Context: an optimization exercise on an open-source flow, tuned for small area, a short achievable clock period and few clock cycles per item. The choices shown serve that exercise and are no tape-out recipe. In this exercise RTL edits were held to simulation tests only and were not proved equivalent to the original. Power is estimated from default activity; no workload was simulated.

<file path="flow/design.v">
module rhalo_narrow (
    input  wire        clk,
    input  wire        rst,
    input  wire        in_valid,
    output wire        in_ready,
    input  wire [31:0] in_data,
    input  wire [3:0]  cfg_src,
    input  wire [3:0]  cfg_dst,
    input  wire [1:0]  cfg_rnd,
    input  wire [7:0]  cfg_es,
    input  wire [31:0] cfg_seed,
    input  wire [63:0] cfg_index,
    output wire        out_valid,
    input  wire        out_ready,
    output wire [15:0] out_t,
    output wire [24:0] out_r,
    output wire        out_esat,
    output wire        out_last,
    output wire [4:0]  out_k,
    output wire [7:0]  out_et,
    output wire        out_esc,
    output wire        out_sat,
    output wire        out_err
);
    localparam [1:0] S_LOAD = 2'd0,
                     S_PREP = 2'd1,
                     S_EMIT = 2'd2;
    localparam [1:0] FMT_SI8  = 2'd1,
                     FMT_SI16 = 2'd2,
                     FMT_SI32 = 2'd3;
    function [5:0] needed_width;
        input [31:0] x;
        integer i;
        begin
            needed_width = 6'd1;
            for (i = 0; i < 31; i = i + 1)
                if (x[i] ^ x[31])
                    needed_width = i[5:0] + 6'd2;
        end
    endfunction
    function [31:0] lfsr_step32;
        input [31:0] s;
        integer i;
        reg [31:0] v;
        begin
            v = s;
            for (i = 0; i < 32; i = i + 1)
                v = {v[30:0], v[31] ^ v[21] ^ v[1] ^ v[0]};
            lfsr_step32 = v;
        end
    endfunction
    function [31:0] sext_elem;
        input [1:0]  fmt;
        input [31:0] d;
        begin
            case (fmt)
                FMT_SI8:  sext_elem = {{24{d[7]}}, d[7:0]};
                FMT_SI16: sext_elem = {{16{d[15]}}, d[15:0]};
                default:  sext_elem = d;
            endcase
        end
    endfunction
    reg [1:0]  state;
    reg [4:0]  cnt;
    reg [31:0] elem [0:31];
    reg [5:0]  bmax;
    reg [1:0]  src_q;
    reg [1:0]  dst_q;
    reg        rnd_q;
    reg        err_q;
    reg [7:0]  es_q;
    reg [31:0] seed_q;
    reg [63:0] index_q;
    reg [4:0]  k_q;
    reg [7:0]  et_q;
    reg        esc_q;
    reg [31:0] lfsr_q;
    reg        sat_acc;
    assign in_ready  = (state == S_LOAD);
    assign out_valid = (state == S_EMIT);
    wire in_fire  = in_valid && in_ready;
    wire out_fire = out_valid && out_ready;
    wire [1:0]  src_now = (cnt == 5'd0) ? cfg_src[1:0] : src_q;
    wire [31:0] q_in    = sext_elem(src_now, in_data);
    wire [5:0]  nw_in   = needed_width(q_in);
    wire cfg_bad = (cfg_src == 4'd0) || (cfg_src > 4'd3) ||
                   (cfg_dst == 4'd0) || (cfg_dst > 4'd3) ||
                   (cfg_dst >= cfg_src) || (cfg_rnd > 2'd1);
    always @(posedge clk) begin
        if (in_fire) begin
            elem[cnt] <= q_in;
            if (cnt == 5'd0) begin
                src_q   <= cfg_src[1:0];
                dst_q   <= cfg_dst[1:0];
                rnd_q   <= cfg_rnd[0];
                err_q   <= cfg_bad;
                es_q    <= cfg_es;
                seed_q  <= cfg_seed;
                index_q <= cfg_index;
                bmax    <= nw_in;
            end else if (nw_in > bmax) begin
                bmax    <= nw_in;
            end
        end
    end
    wire [5:0]  wt      = (dst_q == FMT_SI8) ? 6'd8 : 6'd16;
    wire [5:0]  k_need  = (bmax > wt) ? (bmax - wt) : 6'd0;
    wire signed [9:0] es_s    = {{2{es_q[7]}}, es_q};
    wire signed [9:0] es_plus = es_s + $signed({4'd0, k_need});
    wire        esc_now = (es_plus > 10'sd127);
    wire [7:0]  k_esc   = 8'd127 - es_q;
    wire [4:0]  k_now   = esc_now ? k_esc[4:0] : k_need[4:0];
    wire [31:0] hash    = index_q[31:0] * 32'h9E37_79B1;
    wire [31:0] s0_raw  = seed_q ^ hash ^ index_q[63:32];
    wire [31:0] s0      = (s0_raw == 32'd0) ? 32'd1 : s0_raw;
    wire [31:0] lfsr_next = lfsr_step32(lfsr_q);
    wire signed [31:0] q    = elem[cnt];
    wire signed [31:0] v    = q >>> k_q;
    wire        [31:0] mask = (32'd1 << k_q) - 32'd1;
    wire        [31:0] f    = q & mask;
    wire        [31:0] half = (32'd1 << k_q) >> 1;
    wire        [31:0] u    = lfsr_next & mask;
    wire up_rne  = (f > half) || ((f == half) && v[0]);
    wire up_stoc = (u < f);
    wire up      = (k_q != 5'd0) && (rnd_q ? up_stoc : up_rne);
    wire signed [32:0] vr = {v[31], v} + {32'd0, up};
    wire signed [32:0] hi = (dst_q == FMT_SI8) ? 33'sd127  : 33'sd32767;
    wire signed [32:0] lo = (dst_q == FMT_SI8) ? -33'sd128 : -33'sd32768;
    wire esat_now = (vr > hi) || (vr < lo);
    wire signed [32:0] t_sat = (vr > hi) ? hi : (vr < lo) ? lo : vr;
    wire signed [33:0] r_full = {{2{q[31]}}, q} - ({t_sat[32], t_sat} <<< k_q);
    assign out_t    = err_q ? 16'd0 : t_sat[15:0];
    assign out_r    = (err_q || esc_q) ? 25'd0 : r_full[24:0];
    assign out_esat = err_q ? 1'b0 : esat_now;
    assign out_last = (cnt == 5'd31);
    assign out_k    = err_q ? 5'd0 : k_q;
    assign out_et   = err_q ? 8'd0 : et_q;
    assign out_esc  = err_q ? 1'b0 : esc_q;
    assign out_sat  = err_q ? 1'b0 : (sat_acc | esat_now);
    assign out_err  = err_q;
    always @(posedge clk) begin
        if (rst) begin
            state   <= S_LOAD;
            cnt     <= 5'd0;
            sat_acc <= 1'b0;
        end else begin
            case (state)
                S_LOAD: begin
                    if (in_fire) begin
                        cnt <= cnt + 5'd1;
                        if (cnt == 5'd31)
                            state <= S_PREP;
                    end
                end
                S_PREP: begin
                    k_q     <= k_now;
                    et_q    <= es_q + {3'd0, k_now};
                    esc_q   <= esc_now;
                    lfsr_q  <= s0;
                    sat_acc <= 1'b0;
                    state   <= S_EMIT;
                end
                S_EMIT: begin
                    if (out_fire) begin
                        cnt     <= cnt + 5'd1;
                        lfsr_q  <= lfsr_next;
                        sat_acc <= sat_acc | esat_now;
                        if (cnt == 5'd31)
                            state <= S_LOAD;
                    end
                end
                default: state <= S_LOAD;
            endcase
        end
    end
endmodule
</file>
<file path="flow/config.mk">
export PLATFORM = sky130hd
export DESIGN_NAME = rhalo_narrow
export DESIGN_NICKNAME = rhalo_narrow
export VERILOG_FILES = /design/flow/design.v
export SDC_FILE = /design/flow/constraint.sdc
export NUM_CORES = 4
export LEC_CHECK = 0
export CAP_MARGIN = 20
export CORE_MARGIN = 2
export CORE_UTILIZATION = 40
export SLEW_MARGIN = 20
</file>
<file path="flow/run.sh">
#!/bin/bash
# synth_recipe.tcl (not shown) runs the flow's synth.tcl, then flattens the netlist and writes it again
# the make line also repeats each setting of config.mk as NAME=value (left out here)
make -C /OpenROAD-flow-scripts/flow DESIGN_CONFIG=/design/flow/config.mk WORK_HOME=/design/flow/orfs CLKGATE_MAP_FILE= SYNTH_SCRIPT=/design/flow/synth_recipe.tcl finish
</file>
<file path="flow/constraint.sdc">
create_clock -name core_clock -period 19.0 [get_ports {clk}]
set_input_delay 3.8000 -clock core_clock [delete_from_list [all_inputs] [get_ports {clk}]]
set_output_delay 3.8000 -clock core_clock [all_outputs]
set_load 0.01 [all_outputs]
</file>
==> results.toml <==
[synth]
ys_warn_count = 1
syn_area_per_cell_um2 = 13.5
synth_nets = 5565
seq_area_frac_synth_pct = 54.4
synth_flop_cell = "edfxtp_1"
synth_edf_count = 1186
ys_ff_latch = 1199
ys_types = 119
netlist_instances = 4882
synth-async-reset-ratio_pct = 0
syn-cell-area_mm2 = 0.0660

[floorplanning]
die_x_um = 410
die_area_mm2 = 0.168
start_util_pct = 40.1
io_pins = 211
core_area_mm2 = 0.164
die-height_um = 410
rows = 149

[cts]
clock_latency_ns = 0.78
cts_root_buffer = "clkbuf_16"
cts_hold_buf = 0
cts.clk_slew.worst_paths_ns = 0.06
clock_sinks = 1199
cts_tree = "built"
cts_max_level = 4
clockBufferDepth = 3
numCtsBuffers = 130

[setup_path]
crit_type = "flip-flop to output port"
start_kind = "flip-flop"
crit_buf_inv = 8
endpoint_kind = "output port"
cp_top_family = "compound AO/OA/AOI/OAI gates"
crit_fanout = 4
slowest_delay_ns = 0.43
r2r_start = "lfsr_q[19]$_DFFE_PP_"
crit_slowest_cell = "or4_4"
cp_common_cell = "a21oi_1"
critPathArrivalTime_ns = 14.49
cp-startpoint = "lfsr_q[19]$_DFFE_PP_"
crit_required_ns = 15.20

[final_layout]
fillers = 14600
fin_util_pct = 46.0
synthToLayoutAreaGrowth_pct = 14.7
nets = 5894
fin_cells = 7508
drive_gt1_share_pct = 11.9

[power_and_ir_drop]
p_clk_share_pct = 16.1
seq_power_share_pct = 22.8
ir_worst_vdd_uv = 716
p_int_mw = 8.59
swShare_pct = 43.9
switchingPower_mw = 6.72
comb_power_share_pct = 61.1
power_mw = 15.3
power_density_mw_per_mm2 = 202
power.leakage_nw = 26.9

[grt]
grt_max_degree = 90
grt_pass1_wl_mm = 291
antenna_found_initial = 16
track_usage_pct = 23.5
grt_pass1_vias = 42500
gr-total-overflow = 0

[sta]
fin_crit_sh_pct = 96.3
fmax_ghz = 0.0547
rsz0062_at_grt = "true"
setup_violations = 0
worst_slew_pin_slew_ns = 1.15
slew-limit-headroom_pct = 22.9
min_period_ns = 18.29
hold_violations = 0
slew_viol_final = 0
fin_skew_ns = 0.0426

[placed_design]
dpl.cell_count = 7242
place.gp.congestion = 0.954
io_buffers = 210
dp_hpwl_mm = 132

[run]
drv_cap = 0

[route]
initialDrtViolationCount = 4831
drc = 0
first_pass_iters = 7
final_antenna_net_count = 0
via_count = 42900
finalWirelength_mm = 200
vias_per_cell = 5.72
wl_per_cell_um = 26.7

[worst_hold_path]
worstHoldPathType = "flip-flop to flip-flop"
min-delay-start = "state[1]$_SDFFE_PP0P_"

[run_status]
status = "complete, no violations"
## routing by layer
| metal | part of all wire [%] | GRT usage, % | wire length, um |
|---|---|---|---|
| met5 | 0.013 | 0 | 27 |
| met4 | 3.2 | 7.71 | 6370 |
| met3 | 7.0 | 3.22 | 14100 |
| met2 | 48 | 38.4 | 95500 |
| met1 | 42 | 32.4 | 84400 |
## power groups by stage
stage	sequential, mW	combinational [mW]	clock, mW
2_1_floorplan	3.53	6.60	0
3_3_place_gp	3.55	9.31	0
3_5_place_dp	3.55	9.40	0
4_1_cts	3.49	9.44	2.50
5_1_grt	3.49	10.4	2.60
6_report	3.49	9.36	2.46
## registers in the layout (all words and copies together), names as in the netlist, named ones only
signal	cells
elem	1024
index_q	64
lfsr_q	32
seed_q	32
es_q	8
et_q	8
bmax	6
cnt	5
k_q	5
dst_q	2
src_q	2
state	2
err_q	1
esc_q	1
rnd_q	1
sat_acc	1
## logic make-up (layout without fill, tap and decap cells)
| logic type | Yosys count | after routing | synth area share, % |
|---|---|---|---|
| AOI/OAI and AO/OA | 826 | 826 | 8.66 |
| DFF | 1199 | 1199 | 54.4 |
| buffers and inverters | 599 | 1028 | 4.24 |
| other | 2 | 10 | 0.0114 |
| and+or+nand+nor | 961 | 961 | 7.19 |
| adders and majority gates | 533 | 533 | 12.5 |
| muxes | 493 | 493 | 9.16 |
| xor gates and xnor gates | 269 | 269 | 3.88 |
## layout make-up
type | count | area [um^2] | share of cell area (%)
Timing Repair Buffer | 418 | 3740 | 4.95
Tap cell | 2189 | 2740 | 3.62
Inverter | 378 | 1420 | 1.87
Sequential cell | 1199 | 35900 | 47.4
Antenna cell | 8 | 20.0 | 0.0264
Clock inverter | 71 | 726 | 0.959
Multi-Input combinational cell | 3084 | 27700 | 36.7
Clock buffer | 161 | 3410 | 4.51
## Yosys cell counts (11+ instances only)
library cell,number,area share (%)
nor3_1,59,0.45
clkbuf_1,117,0.67
and3_1,27,0.26
buf_12,15,0.46
buf_4,21,0.24
o31ai_1,11,0.13
xor2_1,57,0.76
o211ai_1,16,0.18
a221oi_1,16,0.21
o21ai_1,20,0.15
or2_2,15,0.14
ha_1,325,6.2
edfxtp_1,1186,54
o21a_1,16,0.18
o2111ai_1,17,0.23
a21o_1,50,0.57
a31oi_1,25,0.24
nand4_1,53,0.50
nor4_1,15,0.14
a22o_1,15,0.20
dfxtp_1,13,0.39
mux2i_1,394,6.0
a22oi_1,175,2.0
mux4_2,82,2.8
nand2b_1,25,0.24
buf_1,22,0.13
fa_1,208,6.3
inv_1,375,2.1
o22ai_1,32,0.30
nand2_1,245,1.4
nand3_1,138,1.0
buf_6,17,0.29
xnor2_1,195,2.6
buf_2,23,0.17
o21ai_0,116,0.88
a211oi_1,11,0.13
a21oi_1,169,1.3
mux2_2,11,0.19
nor2_1,241,1.4
and2_1,24,0.23
nor2b_1,43,0.41
o21bai_1,11,0.13
or3_1,17,0.16
## per-stage QoR
step | cell area [um^2] | worst slack (ns) | TNS (ns) | hold WS, ns
6_report | 75700 | 0.709 | 0 | 0.546
4_1_cts | 75500 | 0.0681 | 0 | 0.535
2_1_floorplan | 66000 | 2.09 | 0 | 0.487
5_1_grt | 75700 | -0.119 | -0.119 | 0.589
3_5_place_dp | 71200 | 0.195 | 0 | 0.522
3_3_place_gp | 71200 | 0.617 | 0 | 0.512
## worst paths after layout
| check | endpoint | cells past startpoint | slack [ns] |
|---|---|---|---|
| worst max-delay path | out_r[24] | 71 | 0.71 |
| worst min-delay path | state[1]$_SDFFE_PP0P_ | 2 | 0.55 |
| worst max register to register | sat_acc$_SDFFE_PP0P_ | 53 | 9.18 |
| worst min register to register | state[1]$_SDFFE_PP0P_ | 2 | 0.55 |
## timing repair
| action | CTS | global route |
|---|---|---|
| buffers inserted | 17 | 9 |
| pin swaps | 18 | 17 |
| setup endpoints to repair | 2 | 8 |
| gates resized for setup | 12 | 16 |
| gates cloned | 0 | 0 |
## layout by cell type (no fill, tap or decap), types with 114 or more instances in the layout
cell and instances:
fa_1 208, ha_1 323, o21ai_0 114, xnor2_1 186, nand3_1 138, clkbuf_16 132
buf_4 201, inv_1 375, a21oi_1 166, nand2_1 245, clkdlybuf4s50_1 209, mux2i_1 394
a22oi_1 175, edfxtp_1 1186, nor2_1 202
## tightest hold or removal path, stage by stage (launching register included)
cell,delay [ns]
dfxtp_1,0.35
mux2i_1,0.08
nor2_1,0.08
Testbench counts, summed over its fixed seeds: cycles 133,120, items 2,048.

afterwards: timing with drivers on the ports:
Ports are ideal in the flow. The routed layout listed here was re-timed in OpenROAD. Step 1 assumes that a clkbuf_16 drives the clock port and a buf_2 every other input. Step 2 times the ports against the registers' clock, not the clock port: input delays grow and output delays shrink by t, the midpoint of the rising clock arrivals with the driver on. Three values: ideal, step 1, step 2; two values: the first two.
shift t [ns]: 0.838
slack for setup (ns): 0.709 / 0.628 / 1.466
worst hold slack (ns): 0.546 / 0.546 / 0.546
worst setup path at the end: register to output
clock arrival spread, ns: 0.053 / 0.053
After both steps this run still meets setup and hold. The setup slack of this run moves by -0.081 ns with the drivers and by +0.757 ns with both steps.
